What follows belongs to an exercise in optimizing a design on an open flow for small area; a production flow would make more cautious choices.
Where RTL was checked, it was by simulation tests only, not by an equivalence proof against the original.

==> job 8892: inputs <==
// serve_code_gen
module serve_code_gen (
    input  wire         clk,
    input  wire         rst,           
    input  wire         start,
    output wire         ready,
    input  wire [255:0] key,           
    input  wire [31:0]  frame,
    input  wire [15:0]  line,
    input  wire [2:0]   head_id,
    input  wire [63:0]  nonce,
    input  wire [3:0]   bits,
    input  wire [1:0]   phases_log2,
    input  wire [2:0]   phase,
    output reg          out_valid,
    output wire [2:0]   out_index,
    output wire [119:0] offsets        
);
    function integer ROW(input integer g);
        ROW = (g + 1) % 4;
    endfunction
    function integer ELEM(input integer r, input integer c);
        ELEM = 4 * ((r + 3) % 4) + c;
    endfunction
    function [7:0] xtime(input [7:0] b);
        xtime = {b[6:0], 1'b0} ^ (b[7] ? 8'h1b : 8'h00);
    endfunction
    reg         busy;
    reg  [3:0]  i;         
    reg  [4:0]  P;         
  ...
==> flow/config.mk <==
export PLATFORM = sky130hd
export DESIGN_NAME = serve_code_gen
export DESIGN_NICKNAME = serve_code_gen
export VERILOG_FILES = /design/flow/design.v
export SDC_FILE = /design/flow/constraint.sdc
export NUM_CORES = 8
export LEC_CHECK = 0
export CAP_MARGIN = 20
export CORE_MARGIN = 2
export CORE_UTILIZATION = 40
export PLACE_DENSITY = 0.6
export SLEW_MARGIN = 20
==> flow/constraint.sdc <==
create_clock -name core_clock -period 10.0 [get_ports {clk}]
set_input_delay 2.0000 -clock core_clock [delete_from_list [all_inputs] [get_ports {clk}]]
set_output_delay 2.0000 -clock core_clock [all_outputs]
set_load 0.01 [all_outputs]
standard.sh (not shown) runs the stock make flow with config.mk's settings and CLKGATE_MAP_FILE= SYNTH_SCRIPT=/design/flow/synth_recipe.tcl, a recipe that flattens the netlist after the stock synthesis.
==> flow/flow/run.sh <==
#!/bin/bash
# Layout flow: the standard layout, with the synthesis step run first with
# an ABC mapping script that keeps the XOR structure of the S-box and
# MixColumns logic (the standard script's SOP balancing flattens it).
# Registers, their names and cell types are those of the standard synthesis:
# only the combinational mapping differs.
set -euo pipefail
W=$(pwd)

# port buffers: the smallest buffer cell
export BUFFER_PORTS_ARGS="-buffer_cell sky130_fd_sc_hd__buf_1"
export CTS_ARGS="-sink_clustering_enable -repair_clock_nets -dont_use_dummy_load -buf_list sky130_fd_sc_hd__clkbuf_4"

# The standard flow's synthesis script, with every abc call given flow/map.abc
{
  cat <<EOT
proc abc {args} {
  set i [lsearch \$args -script]
  if {\$i >= 0} { set args [lreplace \$args [expr {\$i + 1}] [expr {\$i + 1}] $W/flow/map.abc] }
  yosys abc {*}\$args
}
EOT
  cat "$W/synth_recipe.tcl"
} > "$W/own_synth.tcl"

# the standard make command, for the synth target and with the script above
cmd=$(grep '^make ' "$W/standard.sh")
cmd=${cmd//SYNTH_SCRIPT=/SYNTH_SCRIPT_UNUSED=}
cmd=${cmd/\"\$\{@:-finish\}\"/SYNTH_SCRIPT=$W/own_synth.tcl synth}
echo "$cmd" > "$W/own_synth_cmd.txt"
eval "$cmd" > "$W/synth.log" 2>&1

# the rest of the standard layout (floorplan .. finish), reusing that synthesis
bash "$W/standard.sh" > "$W/layout.log" 2>&1
==> flow/flow/map.abc <==
&get -n
&st
&dch
&nf -R 1000
&put
==> inputs of job 7792, as changes to job 8892 <==
--- a/flow/design.v
+++ b/flow/design.v
@@ -169,53 +169,64 @@
     assign ready     = !busy;
     assign out_index = blk;
     wire accept = start && !busy;
     reg  ld;                           
     wire last_blk = (blk == 3'd5);
     wire dp       = (P <= 5'd14);      
     wire p0       = (P == 5'd0);
     wire p14      = (P == 5'd14);
-    reg [3:0] bits_q;
-    reg [1:0] pl_q;
-    reg [2:0] phase_q;
     reg [127:0] D, C, A, B;
-    reg [7:0]   s1, s2, s3;            
+    function [127:0] ring_next(input [127:0] nx, input [127:0] pt,
+                               input l, input b);
+        integer k;
+        begin
+            for (k = 0; k < 128; k = k + 1)
+                if ((k / 8) % 2 == 1)
+                    ring_next[k] = ~((l | nx[k]) & (b | pt[k]));
+                else
+                    ring_next[k] = ~((~l | ~pt[k]) & (l | nx[k]));
+        end
+    endfunction
+    reg [7:0]   s1, s2;                
     reg [7:0]   dlyA, dlyB;            
     reg [7:0]   Freg;                  
     wire [7:0] D0  = D[7:0];
     wire [7:0] C0  = C[7:0];
     wire [7:0] A0  = A[7:0];
     wire [7:0] B0  = B[7:0];
     wire [7:0] ctr_byte = (i == 4'd5) ? {5'd0, blk} :
                           (i == 4'd9) ? {5'd0, C0[2:0]} : C0;
     wire [7:0] x_in     = p0 ? ctr_byte : D0;
     wire [7:0] rk       = P[0] ? B[8*8 +: 8] : A0;
     wire [7:0] sin      = x_in ^ rk;
     wire [7:0] sb;
     aes_sbox u_sbox (.a(sin), .y(sb));
-    wire [7:0] sout     = p14 ? sin : sb;
+    wire [7:0] sout     = p14 ? ~sin : sb;
     wire [7:0] m0 = D[3*8 +: 8];
     wire [7:0] m1 = D[7*8 +: 8];
     wire [7:0] m2 = D[11*8 +: 8];
     wire [7:0] m3 = D[15*8 +: 8];
-    wire [7:0] mt = m0 ^ m1 ^ m2 ^ m3;
-    wire [7:0] mo0 = m0 ^ mt ^ xtime(m0 ^ m1);
-    wire [7:0] mo1 = m1 ^ mt ^ xtime(m1 ^ m2);
-    wire [7:0] mo2 = m2 ^ mt ^ xtime(m2 ^ m3);
-    wire [7:0] mo3 = m3 ^ mt ^ xtime(m3 ^ m0);
+    wire [7:0] u0 = m0 ^ m1;
+    wire [7:0] u1 = m1 ^ m2;
+    wire [7:0] u2 = m2 ^ m3;
+    wire [7:0] u3 = m3 ^ m0;
+    wire [7:0] mo0 = xtime(u0) ^ u1 ^ m3;
+    wire [7:0] mo1 = xtime(u1) ^ u2 ^ m0;
+    wire [7:0] mo2 = xtime(u2) ^ u3 ^ m1;
+    wire [7:0] mo3 = xtime(u3) ^ u0 ^ m2;
     wire mc_en = ((P <= 5'd12) && (i >= 4'd13)) ||
                  ((P >= 5'd1) && (P <= 5'd13) && (i == 4'd0));
     reg [7:0] w15;
     reg       we15;
     always @(*) begin
         we15 = dp;
         w15  = sout;
         if (i >= 4'd12)                  w15 = sout;
-        else if (i == 4'd3)              w15 = s3;
+        else if (i == 4'd3)              w15 = dlyB;
         else if (i == 4'd6 || i == 4'd7) w15 = s2;
         else if (i >= 4'd9 && i <= 4'd11) w15 = s1;
         else                             we15 = 1'b0;
     end
     wire we14 = dp && (i >= 4'd1) && (i <= 4'd3);
     wire we13 = dp && (i == 4'd6 || i == 4'd7);
     wire we12 = dp && (i == 4'd11);
     reg [127:0] D_n;
@@ -239,52 +250,47 @@
     wire w0   = (i[1:0] == 2'd0);       
     wire Aen  = ((P <= 5'd12) && !P[0]) || (rest && (P >= 5'd14));
     wire Afwd = (P <= 5'd12);
     wire       Bhi  = i[3];
     wire [4:0] Q    = Bhi ? P : (P - 5'd1);
     wire       Qok  = Bhi || (P != 5'd0);
     wire Ben  = Qok && (((Q <= 5'd11) && Q[0]) || (rest && (Q >= 5'd14) && (Q <= 5'd19)));
     wire Bfwd = (Q <= 5'd11);
-    wire [7:0] ksin = w0 ? ((i >= 4'd12) ? dlyB : B[15*8 +: 8]) : A[12*8 +: 8];
+    wire [7:0] ksin = w0 ? ((i >= 4'd12) ? dlyB : ~B[15*8 +: 8]) : A[12*8 +: 8];
     wire [7:0] kso;
     aes_sbox u_ksbox (.a(ksin), .y(kso));
     wire [2:0] rcon_i = Afwd ? P[3:1] : (5'd20 - P);
     wire [7:0] rcon   = (i == 4'd12) ? (8'd1 << rcon_i) : 8'd0;
-    wire [7:0] XA = Afwd ? A[15*8 +: 8] : dlyA;
-    wire [7:0] XB = Bfwd ? B[15*8 +: 8] : dlyB;
+    wire [7:0] XA = Afwd ? ~A[15*8 +: 8] : dlyA;
+    wire [7:0] XB = Bfwd ? ~B[15*8 +: 8] : dlyB;
     wire [7:0] A15 = A0 ^ (Aen ? (w0 ? (kso ^ rcon) : XA) : 8'd0);
     wire [7:0] B15 = B0 ^ (Ben ? (w0 ? Freg : XB) : 8'd0);
-    wire [127:0] ctr_block = {nonce, 5'd0, head_id, 8'd0, line, frame};
+    wire [127:0] ctr_block = {nonce, 4'd0, phase[2], head_id,
+                              phase[1:0], phases_log2, bits, line, frame};
     reg  [127:0] A_ld, B_ld, C_ld;
     integer e, r, c;
     always @(*) begin
         for (e = 0; e < 16; e = e + 1) begin
             r = ROW(e / 4);
             c = e % 4;
             A_ld[8*e +: 8]       = key[8*(4*c + r) +: 8];
             B_ld[8*(e ^ 8) +: 8] = key[8*(16 + 4*c + r) +: 8];
             C_ld[8*e +: 8]       = ctr_block[8*(4*c + r) +: 8];
         end
     end
     always @(posedge clk) begin
-        A <= (A_ld & {128{ld}}) | ({A15, A[127:8]} & {128{busy}});
-        B <= (B_ld & {128{ld}}) | ({B15, B[127:8]} & {128{busy}});
-        C <= (C_ld & {128{ld}}) | ({C0, C[127:8]} & {128{busy}});
-        if (ld) begin
-            bits_q  <= bits;
-            pl_q    <= phases_log2;
-            phase_q <= phase;
-        end
+        A <= ring_next({A15, A[127:8]}, A_ld, ld, busy);
+        B <= ring_next({B15, B[127:8]}, B_ld, ld, busy);
+        C <= ring_next({C0, C[127:8]}, C_ld, ld, busy);
         D    <= D_n;
         s1   <= sout;
         s2   <= s1;
-        s3   <= s2;
         dlyA <= A0;
-        dlyB <= B0;
+        dlyB <= (dp && i == 4'd2) ? s2 : B0;
         Freg <= kso;
         if (rst) begin
             busy      <= 1'b0;
             ld        <= 1'b1;
             out_valid <= 1'b0;
         end else begin
             out_valid <= busy && (P == 5'd14) && (i == 4'd15);
             if (accept) begin
@@ -305,27 +311,34 @@
                         blk <= blk + 3'd1;
                     end else begin
                         P <= P + 5'd1;
                     end
                 end
             end
         end
     end
+    wire [7:0] cfg6    = ~C[5*8 +: 8];
+    wire       cfg7    = ~C[9*8 + 3];
+    wire [3:0] bits_q  = cfg6[3:0];
+    wire [1:0] pl_q    = cfg6[5:4];
+    wire [2:0] phase_q = {cfg7, cfg6[7:6]};
     wire       nz        = (bits_q != 4'd0);
     wire [9:0] keep_bits = (bits_q >= 4'd10) ? 10'h3ff : ((10'd1 << bits_q) - 10'd1);
     wire [9:0] keep_pl   = ~((10'd1 << pl_q) - 10'd1);
     wire [9:0] keep      = (keep_bits & keep_pl) & {10{nz}};
     wire [2:0] ph        = phase_q & {3{nz}};
+    wire [9:0] nkeep     = ~keep;
+    wire [2:0] nph       = ~ph;
     reg [127:0] blkout;
     integer n;
     always @(*) begin
         for (n = 0; n < 16; n = n + 1)
             blkout[8*n +: 8] = D[8*ELEM(n % 4, ((n / 4) - (n % 4) + 4) % 4) +: 8];
     end
     genvar gm;
     generate
         for (gm = 0; gm < 12; gm = gm + 1) begin : g_offs
             wire [9:0] rr = blkout[10*gm +: 10];
-            assign offsets[10*gm +: 10] = (rr & keep) | {7'd0, ph};
+            assign offsets[10*gm +: 10] = ~((rr | nkeep) & {7'h7f, nph});
         end
     endgenerate
 endmodule
==> flow/flow/run.sh (replaced) <==
#!/bin/bash
# Layout flow: the standard layout (standard.sh), with three changes:
#  - synthesis runs first with an ABC mapping script (flow/map.abc) that keeps
#    the XOR structure of the S-box and MixColumns logic; registers, their
#    names and cell types are those of the standard synthesis, only the
#    combinational mapping differs;
#  - every input and output port still gets its own buffer, but of the
#    smallest buffer cell;
#  - the clock tree uses clkbuf_4 buffers, clusters of up to 8 flip-flops and
#    no dummy loads.
set -euo pipefail
W=$(pwd)

export BUFFER_PORTS_ARGS="-buffer_cell sky130_fd_sc_hd__buf_1"
export CTS_ARGS="-sink_clustering_enable -repair_clock_nets -dont_use_dummy_load -buf_list sky130_fd_sc_hd__clkbuf_4 -sink_clustering_size 11 -sink_clustering_max_diameter 40"

# The standard flow's synthesis script, with every abc call given flow/map.abc
{
  cat <<EOT
proc abc {args} {
  set i [lsearch \$args -script]
  if {\$i >= 0} { set args [lreplace \$args [expr {\$i + 1}] [expr {\$i + 1}] $W/flow/map.abc] }
  yosys abc {*}\$args
}
EOT
  cat "$W/synth_recipe.tcl"
} > "$W/own_synth.tcl"

# the standard make command, for the synth target and with the script above
cmd=$(grep '^make ' "$W/standard.sh")
cmd=${cmd//SYNTH_SCRIPT=/SYNTH_SCRIPT_UNUSED=}
cmd=${cmd/\"\$\{@:-finish\}\"/SYNTH_SCRIPT=$W/own_synth.tcl synth}
echo "$cmd" > "$W/own_synth_cmd.txt"
eval "$cmd" > "$W/synth.log" 2>&1

# the rest of the standard layout (floorplan .. finish), reusing that synthesis
bash "$W/standard.sh" > "$W/layout.log" 2>&1
CORE_UTILIZATION = 65   (was 40)
PLACE_DENSITY = 0.75   (was 0.6)
==> inputs of job 3361, as changes to job 8892 <==
--- a/flow/design.v
+++ b/flow/design.v
@@ -169,53 +169,63 @@
     assign ready     = !busy;
     assign out_index = blk;
     wire accept = start && !busy;
     reg  ld;                           
     wire last_blk = (blk == 3'd5);
     wire dp       = (P <= 5'd14);      
     wire p0       = (P == 5'd0);
     wire p14      = (P == 5'd14);
-    reg [3:0] bits_q;
-    reg [1:0] pl_q;
-    reg [2:0] phase_q;
     reg [127:0] D, C, A, B;
-    reg [7:0]   s1, s2, s3;            
+    function [127:0] ring_next(input [127:0] nx, input [127:0] pt,
+                               input l, input b);
+        integer k;
+        begin
+            for (k = 0; k < 128; k = k + 1)
+                if ((k / 8) % 2 == 1)
+                    ring_next[k] = ~((l | nx[k]) & (b | pt[k]));
+                else
+                    ring_next[k] = ~((~l | ~pt[k]) & (l | nx[k]));
+        end
+    endfunction
+    reg [7:0]   s1, s2;                
     reg [7:0]   dlyA, dlyB;            
-    reg [7:0]   Freg;                  
     wire [7:0] D0  = D[7:0];
     wire [7:0] C0  = C[7:0];
     wire [7:0] A0  = A[7:0];
     wire [7:0] B0  = B[7:0];
     wire [7:0] ctr_byte = (i == 4'd5) ? {5'd0, blk} :
                           (i == 4'd9) ? {5'd0, C0[2:0]} : C0;
     wire [7:0] x_in     = p0 ? ctr_byte : D0;
     wire [7:0] rk       = P[0] ? B[8*8 +: 8] : A0;
     wire [7:0] sin      = x_in ^ rk;
     wire [7:0] sb;
     aes_sbox u_sbox (.a(sin), .y(sb));
-    wire [7:0] sout     = p14 ? sin : sb;
+    wire [7:0] sout     = p14 ? ~sin : sb;
     wire [7:0] m0 = D[3*8 +: 8];
     wire [7:0] m1 = D[7*8 +: 8];
     wire [7:0] m2 = D[11*8 +: 8];
     wire [7:0] m3 = D[15*8 +: 8];
-    wire [7:0] mt = m0 ^ m1 ^ m2 ^ m3;
-    wire [7:0] mo0 = m0 ^ mt ^ xtime(m0 ^ m1);
-    wire [7:0] mo1 = m1 ^ mt ^ xtime(m1 ^ m2);
-    wire [7:0] mo2 = m2 ^ mt ^ xtime(m2 ^ m3);
-    wire [7:0] mo3 = m3 ^ mt ^ xtime(m3 ^ m0);
+    wire [7:0] u0 = m0 ^ m1;
+    wire [7:0] u1 = m1 ^ m2;
+    wire [7:0] u2 = m2 ^ m3;
+    wire [7:0] u3 = m3 ^ m0;
+    wire [7:0] mo0 = xtime(u0) ^ u1 ^ m3;
+    wire [7:0] mo1 = xtime(u1) ^ u2 ^ m0;
+    wire [7:0] mo2 = xtime(u2) ^ u3 ^ m1;
+    wire [7:0] mo3 = xtime(u3) ^ u0 ^ m2;
     wire mc_en = ((P <= 5'd12) && (i >= 4'd13)) ||
                  ((P >= 5'd1) && (P <= 5'd13) && (i == 4'd0));
     reg [7:0] w15;
     reg       we15;
     always @(*) begin
         we15 = dp;
         w15  = sout;
         if (i >= 4'd12)                  w15 = sout;
-        else if (i == 4'd3)              w15 = s3;
+        else if (i == 4'd3)              w15 = dlyB;
         else if (i == 4'd6 || i == 4'd7) w15 = s2;
         else if (i >= 4'd9 && i <= 4'd11) w15 = s1;
         else                             we15 = 1'b0;
     end
     wire we14 = dp && (i >= 4'd1) && (i <= 4'd3);
     wire we13 = dp && (i == 4'd6 || i == 4'd7);
     wire we12 = dp && (i == 4'd11);
     reg [127:0] D_n;
@@ -239,53 +249,47 @@
     wire w0   = (i[1:0] == 2'd0);       
     wire Aen  = ((P <= 5'd12) && !P[0]) || (rest && (P >= 5'd14));
     wire Afwd = (P <= 5'd12);
     wire       Bhi  = i[3];
     wire [4:0] Q    = Bhi ? P : (P - 5'd1);
     wire       Qok  = Bhi || (P != 5'd0);
     wire Ben  = Qok && (((Q <= 5'd11) && Q[0]) || (rest && (Q >= 5'd14) && (Q <= 5'd19)));
     wire Bfwd = (Q <= 5'd11);
-    wire [7:0] ksin = w0 ? ((i >= 4'd12) ? dlyB : B[15*8 +: 8]) : A[12*8 +: 8];
+    wire [7:0] ksin = w0 ? ((i >= 4'd12) ? dlyB : ~B[15*8 +: 8]) : A[12*8 +: 8];
     wire [7:0] kso;
     aes_sbox u_ksbox (.a(ksin), .y(kso));
     wire [2:0] rcon_i = Afwd ? P[3:1] : (5'd20 - P);
     wire [7:0] rcon   = (i == 4'd12) ? (8'd1 << rcon_i) : 8'd0;
-    wire [7:0] XA = Afwd ? A[15*8 +: 8] : dlyA;
-    wire [7:0] XB = Bfwd ? B[15*8 +: 8] : dlyB;
+    wire [7:0] XA = Afwd ? ~A[15*8 +: 8] : dlyA;
+    wire [7:0] XB = Bfwd ? ~B[15*8 +: 8] : dlyB;
     wire [7:0] A15 = A0 ^ (Aen ? (w0 ? (kso ^ rcon) : XA) : 8'd0);
-    wire [7:0] B15 = B0 ^ (Ben ? (w0 ? Freg : XB) : 8'd0);
-    wire [127:0] ctr_block = {nonce, 5'd0, head_id, 8'd0, line, frame};
+    wire [7:0] B15 = B0 ^ (Ben ? (w0 ? s1 : XB) : 8'd0);
+    wire [127:0] ctr_block = {nonce, 4'd0, phase[2], head_id,
+                              phase[1:0], phases_log2, bits, line, frame};
     reg  [127:0] A_ld, B_ld, C_ld;
     integer e, r, c;
     always @(*) begin
         for (e = 0; e < 16; e = e + 1) begin
             r = ROW(e / 4);
             c = e % 4;
             A_ld[8*e +: 8]       = key[8*(4*c + r) +: 8];
             B_ld[8*(e ^ 8) +: 8] = key[8*(16 + 4*c + r) +: 8];
             C_ld[8*e +: 8]       = ctr_block[8*(4*c + r) +: 8];
         end
     end
     always @(posedge clk) begin
-        A <= (A_ld & {128{ld}}) | ({A15, A[127:8]} & {128{busy}});
-        B <= (B_ld & {128{ld}}) | ({B15, B[127:8]} & {128{busy}});
-        C <= (C_ld & {128{ld}}) | ({C0, C[127:8]} & {128{busy}});
-        if (ld) begin
-            bits_q  <= bits;
-            pl_q    <= phases_log2;
-            phase_q <= phase;
-        end
+        A <= ring_next({A15, A[127:8]}, A_ld, ld, busy);
+        B <= ring_next({B15, B[127:8]}, B_ld, ld, busy);
+        C <= ring_next({C0, C[127:8]}, C_ld, ld, busy);
         D    <= D_n;
-        s1   <= sout;
+        s1   <= (i[1:0] == 2'd3) ? kso : sout;
         s2   <= s1;
-        s3   <= s2;
         dlyA <= A0;
-        dlyB <= B0;
-        Freg <= kso;
+        dlyB <= (dp && i == 4'd2) ? s2 : B0;
         if (rst) begin
             busy      <= 1'b0;
             ld        <= 1'b1;
             out_valid <= 1'b0;
         end else begin
             out_valid <= busy && (P == 5'd14) && (i == 4'd15);
             if (accept) begin
                 busy <= 1'b1;
@@ -305,27 +309,34 @@
                         blk <= blk + 3'd1;
                     end else begin
                         P <= P + 5'd1;
                     end
                 end
             end
         end
     end
+    wire [7:0] cfg6    = ~C[5*8 +: 8];
+    wire       cfg7    = ~C[9*8 + 3];
+    wire [3:0] bits_q  = cfg6[3:0];
+    wire [1:0] pl_q    = cfg6[5:4];
+    wire [2:0] phase_q = {cfg7, cfg6[7:6]};
     wire       nz        = (bits_q != 4'd0);
     wire [9:0] keep_bits = (bits_q >= 4'd10) ? 10'h3ff : ((10'd1 << bits_q) - 10'd1);
     wire [9:0] keep_pl   = ~((10'd1 << pl_q) - 10'd1);
     wire [9:0] keep      = (keep_bits & keep_pl) & {10{nz}};
     wire [2:0] ph        = phase_q & {3{nz}};
+    wire [9:0] nkeep     = ~keep;
+    wire [2:0] nph       = ~ph;
     reg [127:0] blkout;
     integer n;
     always @(*) begin
         for (n = 0; n < 16; n = n + 1)
             blkout[8*n +: 8] = D[8*ELEM(n % 4, ((n / 4) - (n % 4) + 4) % 4) +: 8];
     end
     genvar gm;
     generate
         for (gm = 0; gm < 12; gm = gm + 1) begin : g_offs
             wire [9:0] rr = blkout[10*gm +: 10];
-            assign offsets[10*gm +: 10] = (rr & keep) | {7'd0, ph};
+            assign offsets[10*gm +: 10] = ~((rr | nkeep) & {7'h7f, nph});
         end
     endgenerate
 endmodule
==> flow/flow/run.sh (replaced) <==
#!/bin/bash
# Layout flow: the standard layout (standard.sh), with three changes:
#  - synthesis runs first with an ABC mapping script (flow/map.abc) that keeps
#    the XOR structure of the S-box and MixColumns logic; registers, their
#    names and cell types are those of the standard synthesis, only the
#    combinational mapping differs;
#  - every input and output port still gets its own buffer, but of the
#    smallest buffer cell;
#  - the clock tree uses clkbuf_4 buffers, clusters of up to 9 flip-flops and
#    no dummy loads.
set -euo pipefail
W=$(pwd)

export BUFFER_PORTS_ARGS="-buffer_cell sky130_fd_sc_hd__buf_1"
export CTS_ARGS="-sink_clustering_enable -repair_clock_nets -dont_use_dummy_load -buf_list sky130_fd_sc_hd__clkbuf_4 -sink_clustering_size 10 -sink_clustering_max_diameter 45"

# The standard flow's synthesis script, with every abc call given flow/map.abc
{
  cat <<EOT
proc abc {args} {
  set i [lsearch \$args -script]
  if {\$i >= 0} { set args [lreplace \$args [expr {\$i + 1}] [expr {\$i + 1}] $W/flow/map.abc] }
  yosys abc {*}\$args
}
EOT
  cat "$W/synth_recipe.tcl"
} > "$W/own_synth.tcl"

# the standard make command, for the synth target and with the script above
cmd=$(grep '^make ' "$W/standard.sh")
cmd=${cmd//SYNTH_SCRIPT=/SYNTH_SCRIPT_UNUSED=}
cmd=${cmd/\"\$\{@:-finish\}\"/SYNTH_SCRIPT=$W/own_synth.tcl synth}
echo "$cmd" > "$W/own_synth_cmd.txt"
eval "$cmd" > "$W/synth.log" 2>&1

# the rest of the standard layout (floorplan .. finish), reusing that synthesis
bash "$W/standard.sh" > "$W/layout.log" 2>&1
==> comparison table <==
item	job 7792	job 8892	job 3361
Final worst clock skew	133 ps	85.1 ps	88.0 ps
Arithmetic-cell share of the synthesized area counting full adders, half adders and majority gates	1.10%	1.05%	1.17%
Endpoint, Worst Hold	D[57]	D[61]	D[2]
Count of filler cells inserted in the layout	2,270	5,061	5,072
Flip-flop and latch area	0.0115 mm^2	0.0119 mm^2	0.0113 mm^2
Status	finished clean	finished clean	finished clean
Yosys top cell area share	54.5%	52.5%	54.0%
Share of cell area taken by flip-flops and latches	49.0%	46.6%	47.7%
Weighted congestion reported at the end of routability-driven placement	0.927	0.908	0.920
Mean instance size in the synthesized netlist	9.62 um^2	11.1 um^2	9.57 um^2
GR Layer Usage met2	57.3%	38.7%	41.2%
Layout Utilization	76.1%	48.5%	47.4%
Clock buffer count from CTS	67	156	74
Register bit count reported by yosys	567	584	559
Multi-input gate area in the final layout	0.00884 mm^2	0.00951 mm^2	0.00894 mm^2
Function not checked in job 7792: the RTL went through the layout flow alone.

[what the ideal ports hide]
Ports are ideal in the flow. The routed layouts listed here were re-timed in OpenROAD. Step 1 sets driving cells, clkbuf_16 on the clock port and buf_2 on the other inputs (assumed; they add their load-dependent delay and slew). Step 2 moves the port delays by t, midway between the first and last clock arrival at a register: inputs arrive t later, outputs are due t later. That takes back most of the time a late clock gives input paths. Slacks: no drivers / after step 1 / after step 2; pairs: no drivers / after step 1.
| run | t, ns | setup slack, ns | worst register clock-pin slew, ns | worst data-port slew with drivers (ns) |
|---|---|---|---|---|
| job 8892 | 0.960 | 2.117 / 2.117 / 2.117 | 0.07 / 0.07 | 0.11 |
| job 7792 | 0.727 | 1.740 / 1.740 / 1.740 | 0.12 / 0.12 | 0.06 |
| job 3361 | 0.838 | 1.600 / 1.600 / 1.600 | 0.11 / 0.11 | 0.09 |
After both steps every run listed still meets setup and hold.
